This is an optimization exercise on Yosys and OpenROAD, whose aim is small area and a short achievable clock period, not a production implementation.
At most, simulation tests tie the RTL to the original design; equivalence was not proved.

==> run R: inputs <==
// dected_codec
module dected_codec (
    input  wire        clk,
    input  wire        rst_n,
    input  wire        enc_valid,
    input  wire [63:0] enc_data,
    output wire        enc_out_valid,
    output wire [63:0] enc_out_data,
    output wire [14:0] enc_out_check,
    input  wire        dec_valid,
    input  wire [63:0] dec_data,
    input  wire [14:0] dec_check,
    output wire        dec_out_valid,
    output wire [63:0] dec_out_data,
    output wire [14:0] dec_out_check,
    output wire [1:0]  dec_out_corr,
    output wire        dec_out_ue
);
    wire [63:0] e0_d = enc_data;  wire e0_v = enc_valid;
    wire [63:0] e0q_d = e0_d;  wire e0q_v = e0_v;
    wire [14:0] e1_c;
    dected_enc u_enc (.data(e0q_d), .check(e1_c));
    reg  [63:0] e1q_d;  reg [14:0] e1q_c;  reg e1q_v;
    always @(posedge clk) begin
        e1q_d <= e0q_d;
        e1q_c <= e1_c;
        if (!rst_n) e1q_v <= 1'b0; else e1q_v <= e0q_v;
    end
    assign enc_out_valid = e1q_v;
    assign enc_out_data  = e1q_d;
    assign enc_out_check = e1q_c;
    wire [78:0] b0_r = {dec_check[14], dec_data, dec_check[13:0]};   
    wire b0_v = dec_valid;
    wire [78:0] b0q_r = b0_r;
    wire b0q_v = b0_v;
    wire [6:0] b1_s1;
    reg  [6:0] b1q_s1;
    wire [6:0] b1_s3;
    reg  [6:0] b1q_s3;
    wire b1_par;
    reg  b1q_par;
    wire [78:0] b1_r = b0q_r;  wire b1_v = b0q_v;
    wire [14:0] b1_syn;
    dected_syn u_syn (.r(b0q_r), .syn(b1_syn));
    assign b1_s1 = b1_syn[6:0];
    assign b1_s3 = b1_syn[13:7];
    assign b1_par = b1_syn[14];
    reg [78:0] b1q_r;
    reg b1q_v;
    always @(posedge clk) begin
        b1q_s1 <= b1_s1;
        b1q_s3 <= b1_s3;
        b1q_par <= b1_par;
        b1q_r <= b1_r;
        if (!rst_n) b1q_v <= 1'b0; else b1q_v <= b1_v;
    end
    wire [6:0] b2_s1;
    wire [6:0] b2q_s1 = b2_s1;
    wire [6:0] b2_s3;
    wire [6:0] b2q_s3 = b2_s3;
    wire b2_par;
    wire b2q_par = b2_par;
    wire [6:0] b2_iv;
    wire [6:0] b2q_iv = b2_iv;
    wire [78:0] b2_r = b1q_r;  wire b2_v = b1q_v;
  ...
==> module gf128_inv3, before the edit <==
module gf128_inv3 (
    input  wire [6:0] a,
    output wire [6:0] y
);
    wire [127:0] t0 = 128'h85171f397d3521e1ec0715d9c155d956;
    assign y[0] = t0[a];
    wire [127:0] t1 = 128'h077bca8c40edde83cfa9b8fae20590f0;
    assign y[1] = t1[a];
    wire [127:0] t2 = 128'hd3d8a3c4b729aac8883ed3b1ef77e000;
    assign y[2] = t2[a];
    wire [127:0] t3 = 128'h9d7459fd639529fbdb72e2c062284688;
    assign y[3] = t3[a];
    wire [127:0] t4 = 128'h76d02a17ab13d34bf22b331b534913bc;
    assign y[4] = t4[a];
    wire [127:0] t5 = 128'h7a55ce6bcde0f5c45424a2b9e9a25f80;
    assign y[5] = t5[a];
    wire [127:0] t6 = 128'h4ae285f65b8d65a17edf971ddc8880a0;
    assign y[6] = t6[a];
endmodule
==> module dected_ispos, before the edit <==
module dected_ispos (
    input  wire [6:0] x,
    output wire       v
);
    wire [127:0] t = 128'h341efc53e5ef0f6366edbbb9ab551f7e;
    assign v = t[x];
endmodule
Settings: LEC_CHECK=0, CAP_MARGIN=20, CORE_MARGIN=2, CORE_UTILIZATION=50, PLACE_DENSITY=0.65, SLEW_MARGIN=20, TNS_END_PERCENT=0, BUFFER_PORTS_ARGS=-buffer_cell sky130_fd_sc_hd__buf_2, SETUP_SLACK_MARGIN=9.3, CTS_BUF_LIST=sky130_fd_sc_hd__clkbuf_4 sky130_fd_sc_hd__clkbuf_8; clock period 13.5 ns.
standard.sh (not shown) runs the stock make flow with config.mk's settings and CLKGATE_MAP_FILE= SYNTH_SCRIPT=/design/flow/synth_recipe.tcl, a recipe that flattens the netlist after the stock synthesis.
==> flow/flow/run.sh <==
#!/bin/bash
# Own flow: the standard layout (standard.sh, unchanged synthesis) with
# extra ORFS settings: small port buffers, timing repair aimed below the
# clock period, and smaller clock buffers.  The ORFS tools log to
# orfs/logs/ and standard.log; this script's own output goes to run.log.
set -e
exec > >(tee run.log) 2>&1
cat >> "$FLOW_CONFIG" <<EOC
export BUFFER_PORTS_ARGS = -buffer_cell sky130_fd_sc_hd__buf_2
export SETUP_SLACK_MARGIN = 9.3
export CTS_BUF_LIST = sky130_fd_sc_hd__clkbuf_4 sky130_fd_sc_hd__clkbuf_8
EOC
bash standard.sh > standard.log 2>&1
==> inputs of run G, as changes to run R <==
--- a/flow/design.v
+++ b/flow/design.v
@@ -569,18 +569,16 @@
     output wire [6:0] y
 );
-    wire [127:0] t0 = 128'h85171f397d3521e1ec0715d9c155d956;
-    assign y[0] = t0[a];
-    wire [127:0] t1 = 128'h077bca8c40edde83cfa9b8fae20590f0;
-    assign y[1] = t1[a];
-    wire [127:0] t2 = 128'hd3d8a3c4b729aac8883ed3b1ef77e000;
-    assign y[2] = t2[a];
-    wire [127:0] t3 = 128'h9d7459fd639529fbdb72e2c062284688;
-    assign y[3] = t3[a];
-    wire [127:0] t4 = 128'h76d02a17ab13d34bf22b331b534913bc;
-    assign y[4] = t4[a];
-    wire [127:0] t5 = 128'h7a55ce6bcde0f5c45424a2b9e9a25f80;
-    assign y[5] = t5[a];
-    wire [127:0] t6 = 128'h4ae285f65b8d65a17edf971ddc8880a0;
-    assign y[6] = t6[a];
+    wire [127:0] m;
+    genvar i;
+    for (i = 0; i < 128; i = i + 1) begin : g_m
+        assign m[i] = (a == i);
+    end
+    assign y[0] = |(m & 128'h85171f397d3521e1ec0715d9c155d956);
+    assign y[1] = |(m & 128'h077bca8c40edde83cfa9b8fae20590f0);
+    assign y[2] = |(m & 128'hd3d8a3c4b729aac8883ed3b1ef77e000);
+    assign y[3] = |(m & 128'h9d7459fd639529fbdb72e2c062284688);
+    assign y[4] = |(m & 128'h76d02a17ab13d34bf22b331b534913bc);
+    assign y[5] = |(m & 128'h7a55ce6bcde0f5c45424a2b9e9a25f80);
+    assign y[6] = |(m & 128'h4ae285f65b8d65a17edf971ddc8880a0);
 endmodule
 module dected_quad (
@@ -608,6 +606,10 @@
     output wire       v
 );
-    wire [127:0] t = 128'h341efc53e5ef0f6366edbbb9ab551f7e;
-    assign v = t[x];
+    wire [127:0] m;
+    genvar i;
+    for (i = 0; i < 128; i = i + 1) begin : g_m
+        assign m[i] = (x == i);
+    end
+    assign v = |(m & 128'h341efc53e5ef0f6366edbbb9ab551f7e);
 endmodule
 module dected_codec (
--- a/flow/flow/run.sh
+++ b/flow/flow/run.sh
@@ -8,5 +8,5 @@
 cat >> "$FLOW_CONFIG" <<EOC
 export BUFFER_PORTS_ARGS = -buffer_cell sky130_fd_sc_hd__buf_2
-export SETUP_SLACK_MARGIN = 9.3
+export SETUP_SLACK_MARGIN = 9.7
 export CTS_BUF_LIST = sky130_fd_sc_hd__clkbuf_4 sky130_fd_sc_hd__clkbuf_8
 EOC
SETUP_SLACK_MARGIN = 9.7   (was 9.3)
TNS_END_PERCENT = default   (was 0)
==> comparison table <==
item                                                                               run R                    run G
Post-synthesis net count                                                            1979                     2122
Count of plain and timing-repair buffers in the layout                               336                      454
Proportion of netlist area held by the largest area contributor                   39.51%                   37.92%
Placed Area                                                                   19780 um^2               21390 um^2
Number of cells on the worst reg-to-reg path                                          13                       15
Count of standard-cell rows                                                           69                       70
Outcome                                                          complete, no violations  complete, no violations
Post-DP HPWL                                                                    46.63 mm                 51.06 mm
Sequential element share of the synthesized area                                  39.51%                   37.92%
The RTL of run G was laid out without a check of its function.

port drivers added, routing unchanged:
The flow's constraints put no driver on any port. The routed layouts listed below were extracted and timed again, unchanged, in two steps.
Step 1, drivers: a clkbuf_16 drives clk and a buf_2 each remaining input, both assumed.
Step 2 also shifts input and output timing later by t, the mid clock arrival at the registers, as if the neighbouring blocks saw the same clock.
Slacks: no drivers / after step 1 / after step 2; pairs: no drivers / after step 1.
| run | shift t [ns] | setup slack, ns | hold slack, ns | worst register clock-pin slew, ns | worst data-port slew with drivers (ns) |
|---|---|---|---|---|---|
| run R | 0.683 | 9.289 / 9.298 / 8.634 | 0.322 / 0.322 / 0.322 | 0.07 / 0.07 | 0.10 |
| run G | 0.699 | 9.479 / 9.479 / 8.981 | 0.307 / 0.307 / 0.307 | 0.07 / 0.07 | 0.08 |
After both steps setup and hold are still met in every run listed. The setup slack of run R, which loses most, moves by +0.009 ns with the drivers and by -0.655 ns with both steps.
